This design comes from an exercise in tuning for small area, a short achievable clock period and few clock cycles per item on the open sky130 flow, not from production work. The RTL was checked by simulation tests, not by an equivalence proof against the original design.

==> flow/design.v (outline; a module is shown in full before it is edited, if it fits) <==
// module clu_law: 450 lines
// module clu_mac: 1787 lines
module clu_law (
    input  wire        clk,
    input  wire        rst,           
    input  wire        start,
    output wire        ready,
    output reg         done,
    input  wire [23:0] err_value,
    input  wire        err_ovr,
    input  wire [1:0]  win,           
    input  wire [1:0]  nsec,
    input  wire        ffg,
    input  wire        startm,
    input  wire [1:0]  cmd,           
    input  wire [15:0] manduty,
    input  wire [15:0] dmin,
    input  wire [15:0] dmax,
    input  wire [31:0] g_in,          
    input  wire [31:0] kp,
    input  wire [31:0] ki,
    input  wire [31:0] kd,
    input  wire [31:0] imax,
    input  wire [31:0] imin,
    input  wire [31:0] ffk,
    input  wire [31:0] s0b0, input wire [31:0] s0b1, input wire [31:0] s0b2,
    input  wire [31:0] s0a1, input wire [31:0] s0a2,
    input  wire [31:0] s1b0, input wire [31:0] s1b1, input wire [31:0] s1b2,
    input  wire [31:0] s1a1, input wire [31:0] s1a2,
    input  wire [31:0] s2b0, input wire [31:0] s2b1, input wire [31:0] s2b2,
    input  wire [31:0] s2a1, input wire [31:0] s2a2,
    output reg  [31:0] x_out,
    output reg  [31:0] p_out,
    output wire [31:0] i_out,
    output reg  [31:0] d_out,
    output reg  [31:0] ff_out,
    output reg  [31:0] pre_out,
    output reg  [15:0] duty_out,
    output reg         sat_hi,
    output reg         sat_lo,
    output reg         awhold,
    output reg         nsat,
    output reg         preset_sat,
    output reg  [1:0]  mode           
);
  // ...
==> flow/flow/run.sh <==
#!/bin/bash
# Standard layout; timing repair aims at a setup margin below the 25 ns
# clock so that the achieved period is short.
set -euo pipefail
bash standard.sh SETUP_SLACK_MARGIN=17 finish > standard.log 2>&1
==> flow/standard.sh <==
#!/bin/bash
# synth_recipe.tcl (not shown) runs the flow's synth.tcl, then flattens the netlist and writes it again
# the make line also repeats each setting of config.mk as NAME=value (left out here)
make -C /OpenROAD-flow-scripts/flow DESIGN_CONFIG=/design/flow/config.mk WORK_HOME=/design/flow/orfs CLKGATE_MAP_FILE= SYNTH_SCRIPT=/design/flow/synth_recipe.tcl "${@:-finish}"
==> flow/config.mk <==
export PLATFORM = sky130hd
export DESIGN_NAME = clu_law
export DESIGN_NICKNAME = clu_law
export VERILOG_FILES = /design/flow/design.v
export SDC_FILE = /design/flow/constraint.sdc
export NUM_CORES = 4
export LEC_CHECK = 0
export CAP_MARGIN = 20
export CORE_MARGIN = 2
export CORE_UTILIZATION = 30
export PLACE_DENSITY = 0.5
export SLEW_MARGIN = 20
==> flow/constraint.sdc <==
create_clock -name core_clock -period 25.0 [get_ports {clk}]
set_input_delay 5.0000 -clock core_clock [delete_from_list [all_inputs] [get_ports {clk}]]
set_output_delay 5.0000 -clock core_clock [all_outputs]
set_load 0.01 [all_outputs]
==> results_tabular.tex, run 1 <==
\begin{tabular}{lr}
\hline
Metric & Value \\
\hline
\multicolumn{2}{l}{\textbf{Synthesis}} \\
\quad Multiplexer share of the synthesized area & 0.03971 \\
\quad Portion of the post-synthesis area used by sequential elements & 0.2005 \\
\quad Yosys cell types & 91 \\
\quad Post-synthesis async set-or-reset flop share & 0 \\
\quad Predominant post-synthesis flop cell & dfxtp\_1 \\
\quad Cell accounting for the most synthesized area & fa\_1 \\
\quad Synth Warn \# & 1 \\
\quad Synthesized instance count & 9,302 \\
\multicolumn{2}{l}{\textbf{Timing}} \\
\quad Accumulated negative setup slack & 0 ps \\
\quad Pins Over Slew Limit & 0 \\
\quad Hold\_ws & 453.5 ps \\
\quad Number of hold violations in the final report & 0 \\
\quad Worst-case headroom to the max-slew limit & 0.2000 \\
\quad Achievable clock frequency & 0.1267 GHz \\
\quad Minimum clock period after layout & 7890 ps \\
\multicolumn{2}{l}{\textbf{Global routing}} \\
\quad All-Layer GR Usage & 0.3123 \\
\quad Global Route met1 Usage & 0.4143 \\
\quad Number of antenna violations at the first check in global routing & 91 \\
\multicolumn{2}{l}{\textbf{Run status}} \\
\quad Outcome & timing/DRC/antenna clean \\
\multicolumn{2}{l}{\textbf{Setup path}} \\
\quad Worst setup path endpoint & opA[23]\$\_DFF\_P\_ \\
\quad Crit. path cell count & 16 \\
\quad Most prevalent standard cell on the critical path & a21oi\_2 \\
\quad Cell breakdown of the critical path & clkdlybuf4s50\_1, inv\_1, ha\_1, nand4\_1, nor2\_2, and3\_1, o21ai\_0, a21oi\_2, o21ai\_4, buf\_6, mux2i\_1, nor2\_1, a21oi\_2, o221ai\_1, a211oi\_2, nand2\_1 \\
\quad Path depth of the worst reg2reg path & 33 \\
\quad Launch point of the critical path & dmax[13] \\
\quad Worst R2R Setup Slack & 17,130 ps \\
\multicolumn{2}{l}{\textbf{Layout}} \\
\quad Fill count & 27,150 \\
\quad Sequential portion of the cell area & 0.1607 \\
\quad Clkbuf count & 123 \\
\multicolumn{2}{l}{\textbf{CTS}} \\
\quad Number of hold buffers added after CTS & 0 \\
\multicolumn{2}{l}{\textbf{Hold path}} \\
\quad Hold Crit Depth & 2 \\
\multicolumn{2}{l}{\textbf{Floorplanning}} \\
\quad Tap Count & 3,570 \\
\quad Starting utilization of the core area & 0.3010 \\
\multicolumn{2}{l}{\textbf{Drt}} \\
\quad Met3 wirelength from detailed routing & 38.57 mm \\
\quad Number of DRC markers after the initial detailed-route iteration & 9,145 \\
\quad Met2 routed wirelength & 200.2 mm \\
\multicolumn{2}{l}{\textbf{Placed design}} \\
\quad RD Place Congestion & 0.9671 \\
\quad Cell Area, Placed & 0.09609 mm2 \\
\hline
\end{tabular}
Testbench counts, summed over its fixed seeds: cycles 148,900, items 9,600.
==> run 2, diff against run 1 <==
==> flow/run.sh (new file) <==
#!/bin/bash
# synth_recipe.tcl (not shown) runs the flow's synth.tcl, then flattens the netlist and writes it again
# the make line also repeats each setting of config.mk as NAME=value (left out here)
make -C /OpenROAD-flow-scripts/flow DESIGN_CONFIG=/design/flow/config.mk WORK_HOME=/design/flow/orfs CLKGATE_MAP_FILE= SYNTH_SCRIPT=/design/flow/synth_recipe.tcl finish
removed: flow/flow/run.sh
removed: flow/standard.sh
==> run 2 against run 1 <==
Net effect:
- still clean
- flip-flop and latch count is the same
- synthesized cell count unchanged
- final cell count decreased by 0.60%
- fmax fell by 21%
- die area did not move
- global-route usage increased by 0.61 points
==> results_tabular.tex, run 2 <==
\begin{tabular}{lr}
\hline
Metric & Value \\
\hline
\multicolumn{2}{l}{\textbf{Run status}} \\
\quad Outcome & timing/DRC/antenna clean (unchanged) \\
\multicolumn{2}{l}{\textbf{Timing}} \\
\quad Unrepaired setup endpoints after global routing & false (was true) \\
\quad Tcrit/Tclk final & 0.3971 (was 0.3156) \\
\quad Number of hold violations in the final report & 0 (unchanged) \\
\quad Final setup violation count & 0 (unchanged) \\
\quad Minimum clock period after layout & 9927 ps (was 7890 ps) \\
\quad Pins Over Slew Limit & 0 (unchanged) \\
\quad Worst-case headroom to the max-slew limit & 0.1627 (was 0.2000) \\
\quad Accumulated negative setup slack & 0 ps (unchanged) \\
\quad Clock skew after layout & 65.35 ps (was 52.79 ps) \\
\quad Actual transition at the worst max-transition pin & 1247 ps (was 1196 ps) \\
\quad Achievable clock frequency & 0.1007 GHz (was 0.1267 GHz) \\
\multicolumn{2}{l}{\textbf{Drt}} \\
\quad Average detailed-routed wire length per instance & 33.20 um (was 32.53 um) \\
\quad Number of remaining DRC errors & 0 (unchanged) \\
\quad Topmost layer with routed signal wires & met5 (unchanged) \\
\quad Vias per Instance & 5.796 (was 5.773) \\
\quad Met2 routed wirelength & 204.0 mm (was 200.2 mm) \\
\quad Number of DRC markers after the initial detailed-route iteration & 9,802 (was 9,145) \\
\quad Aggregate routed wire length & 454.5 mm (was 447.9 mm) \\
\quad Overall via count from detail\_route & 79,340 (was 79,500) \\
\quad Antenna-violating nets left & 0 (unchanged) \\
\quad Length of routed wiring on met1 & 190.3 mm (was 187.3 mm) \\
\quad Met3 wirelength from detailed routing & 39.33 mm (was 38.57 mm) \\
\quad First drt pass iteration count & 9 (was 7) \\
\multicolumn{2}{l}{\textbf{Placed design}} \\
\quad Cell Area, Placed & 0.09607 mm2 (was 0.09609 mm2) \\
\quad Detailed placement HPWL & 350.7 mm (was 346.6 mm) \\
\quad RD Place Congestion & 0.9992 (was 0.9671) \\
\quad Placed instance count & 13,440 (about the same) \\
\quad IO Port Bufs & 1,004 (unchanged) \\
\multicolumn{2}{l}{\textbf{Global routing}} \\
\quad Number of antenna violations at the first check in global routing & 86 (was 91) \\
\quad All-Layer GR Usage & 0.3184 (was 0.3123) \\
\quad Pin count of the biggest net entering global routing & 88 (was 87) \\
\quad Leftover overflow at the end of global routing & 0 (unchanged) \\
\quad Vias in the first global route & 78,530 (was 78,150) \\
\quad First-pass GRT wire length & 629.1 mm (was 619.4 mm) \\
\multicolumn{2}{l}{\textbf{Synthesis}} \\
\quad Syn Nets & 11,350 (unchanged) \\
\quad Average instance area after synthesis & 8.746 um2 (unchanged) \\
\quad EDFF count, synth & 162 (unchanged) \\
\quad Cell with the most instances after synthesis & inv\_1 (unchanged) \\
\quad Yosys top cell area share & 0.1722 (unchanged) \\
\quad Portion of the post-synthesis area used by sequential elements & 0.2005 (unchanged) \\
\quad Most used standard cells in the synthesized netlist & 1,007 x inv\_1, 835 x a22oi\_1, 700 x fa\_1 (unchanged) \\
\quad Cell accounting for the most synthesized area & fa\_1 (unchanged) \\
\quad Post-synthesis async set-or-reset flop share & 0 (unchanged) \\
\quad Syn Std Cell Area & 0.08136 mm2 (unchanged) \\
\quad Number of synthesized register bits & 734 (unchanged) \\
\quad Predominant post-synthesis flop cell & dfxtp\_1 (unchanged) \\
\quad Synthesized instance count & 9,302 (unchanged) \\
\quad Synth Warn \# & 1 (unchanged) \\
\quad Cell types with the largest area share after synthesis & fa\_1 17\%, dfxtp\_1 14\%, ha\_1 8.7\%, a22oi\_1 7.7\%, xor2\_1 6.6\% (unchanged) \\
\quad Yosys cell types & 91 (unchanged) \\
\multicolumn{2}{l}{\textbf{CTS}} \\
\quad Number of CTS-inserted buffers & 98 (was 97) \\
\quad Later-pin clock latency in the skew report & 820 ps (was 780 ps) \\
\quad Number of hold buffers added after CTS & 0 (unchanged) \\
\quad Number of buffers between clock root and the deepest sink & 3 (unchanged) \\
\quad Num Clock Sinks & 734 (unchanged) \\
\quad Post-cts repair resize count & 0 (was 163) \\
\quad CTS HTree Levels & 3 (unchanged) \\
\quad Register clock-pin slew on the reported worst setup and hold paths & 60 ps (about the same) \\
\quad Setup bufs post-CTS & 0 (was 35) \\
\quad CTS root buffer & clkbuf\_16 (unchanged) \\
\quad Clock tree from TritonCTS & done (unchanged) \\
\multicolumn{2}{l}{\textbf{Setup path}} \\
\quad Most prevalent standard cell on the critical path & o21a\_1 (was a21oi\_2) \\
\quad Delay contributed by the slowest stage of the critical path & 660 ps (was 590 ps) \\
\quad Worst EP arrival & 10,430 ps (was 8520 ps) \\
\quad Kind of start point of the critical path & register (was input pin) \\
\quad Crit Path Max Fanout & 30 (was 14) \\
\quad Critical path endpoint category & register (unchanged) \\
\quad Critical path class & register to register (was input pin to register) \\
\quad Path depth of the worst reg2reg path & 31 (was 33) \\
\quad Slowest library cell on the worst path & or4\_1 (was clkdlybuf4s50\_1) \\
\quad Data required time at the worst endpoint & 25,500 ps (was 25,630 ps) \\
\multicolumn{2}{l}{\textbf{Layout}} \\
\quad Count of non-filler cells in the finished layout & 13,690 (was 13,770) \\
\quad Layout net count & 12,020 (was 12,110) \\
\quad Total area of multi-input combinational cells & 0.05961 mm2 (was 0.06058 mm2) \\
\quad Top reg by flops & acc (unchanged) \\
\quad Share of final-layout standard cells stronger than drive strength 1 & 0.06326 (was 0.08718) \\
\quad Fill count & 27,560 (was 27,150) \\
\quad Leading cell type in the layout, fill and taps excluded & inv\_1 (was clkdlybuf4s50\_1) \\
\quad Registers with the most flip-flops & acc x66, opA x34, xz x34 (unchanged) \\
\quad Max FFs per register & 66 (unchanged) \\
\quad Leading cell types in the layout, fill and taps excluded & 1,006 x inv\_1, 1,003 x clkdlybuf4s50\_1, 835 x a22oi\_1, 700 x fa\_1, 584 x nor2\_1 (was 1,002 x clkdlybuf4s50\_1, 1,000 x inv\_1, 835 x a22oi\_1, 699 x fa\_1, 578 x nor2\_1) \\
\quad Area growth from synthesis to layout & 22.39\% (was 25.22\%) \\
\quad Fin area & 0.09957 mm2 (was 0.1019 mm2) \\
\quad Sequential Area & 0.01632 mm2 (was 0.01637 mm2) \\
\multicolumn{2}{l}{\textbf{Floorplanning}} \\
\quad Height of the chip & 524.8 um (unchanged) \\
\quad Total Die Area & 0.2754 mm2 (unchanged) \\
\quad Horizontal extent of the die & 524.8 um (unchanged) \\
\quad Core box area & 0.2703 mm2 (unchanged) \\
\quad Number of placed I/O pins & 1,005 (unchanged) \\
\quad Starting utilization of the core area & 0.3010 (unchanged) \\
\quad \# rows & 191 (unchanged) \\
\multicolumn{2}{l}{\textbf{Hold path}} \\
\quad Hold Crit Depth & 2 (unchanged) \\
\quad Worst hold path type & register to register (unchanged) \\
\multicolumn{2}{l}{\textbf{Job}} \\
\quad MaxCap Viol Count & 0 (unchanged) \\
\hline
\end{tabular}
==> run 2: final timing paths <==
check                            start                    end  slack [ps]
setup / recovery       acc[65]$_DFF_P_  duty_out[7]$_DFFE_PP_       15070
hold / removal    y11[12]$_SDFFE_PP0P_   y12[12]$_SDFFE_PP0P_         450
hold reg to reg   y11[12]$_SDFFE_PP0P_   y12[12]$_SDFFE_PP0P_         450
setup reg to reg       acc[65]$_DFF_P_  duty_out[7]$_DFFE_PP_       15070
==> run 2: routing by layer <==
metal,track usage,vias to the layer above
li1,-,34140
met5,0,-
met3,0.07097,659
met2,0.5012,4286
met1,0.4210,40230
met4,0.1266,24
==> run 2: worst max-delay path: cells and delay by family (launching register included) <==
family	cells	cell delay, ps
xor gates and xnor gates	1	430
and+or+nand+nor	6	2260
AOI/OAI and AO/OA	16	3870
DFF	1	500
buffers and inverters	3	1050
adders and majority gates	5	1480
==> run 2: stage by stage <==
stage               hold slack, ps    util  worst slack [ps]
global route                 464.8  0.3683             14850
floorplan                    413.8       -             15980
global placement             441.5  0.3554             15040
finish                       451.8  0.3684             15070
CTS                          448.2  0.3678             15270
detailed placement           447.1  0.3554             15280
==> run 2: cell type report <==
cell class,count,share of cell area
inverters,1012,0.03815
clock buffers,128,0.02749
clock inverters,55,0.006057
multi-input cells,6879,0.5987
diodes,64,0.001608
repair buffers,1246,0.1192
well taps,3570,0.04486
flip-flops and latches,734,0.1639
==> run 2: cells by family (layout without fill, tap and decap cells) <==
group,count (synthesis),in the layout,synth area share
AOI/OAI and AO/OA,2587,2587,0.2204
xor gates and xnor gates,894,894,0.09624
adders and majority gates,1264,1264,0.2590
buffers and inverters,1689,2441,0.07811
DFF,734,734,0.2005
muxes,268,268,0.03971
other,0,64,0
and+or+nand+nor,1866,1866,0.1061

re-timing with driven ports:
The results above use ideal ports. As a check the final layouts listed here were re-extracted and re-timed, cells and wires unchanged.
Step 1, drivers: a clkbuf_16 drives clk and a buf_2 each remaining input, both assumed.
Step 2 times the ports against the registers' clock, not the clock port: input delays grow and output delays shrink by t, the midpoint of the rising clock arrivals with the driver on.
Three values: ideal, step 1, step 2; two values: the first two.
run | t (ns) | slack for setup (ns) | slew at the worst register clock pin (ns) | worst slew at a driven data input, ns
run 1 | 0.863 | 17.110 / 17.133 / 16.328 | 0.08 / 0.08 | 0.49
run 2 | 0.889 | 15.073 / 15.073 / 15.073 | 0.07 / 0.07 | 0.47
After both steps every run listed still meets setup and hold. The setup slack of run 1, which loses most, moves by +0.023 ns with the drivers and by -0.782 ns with both steps.
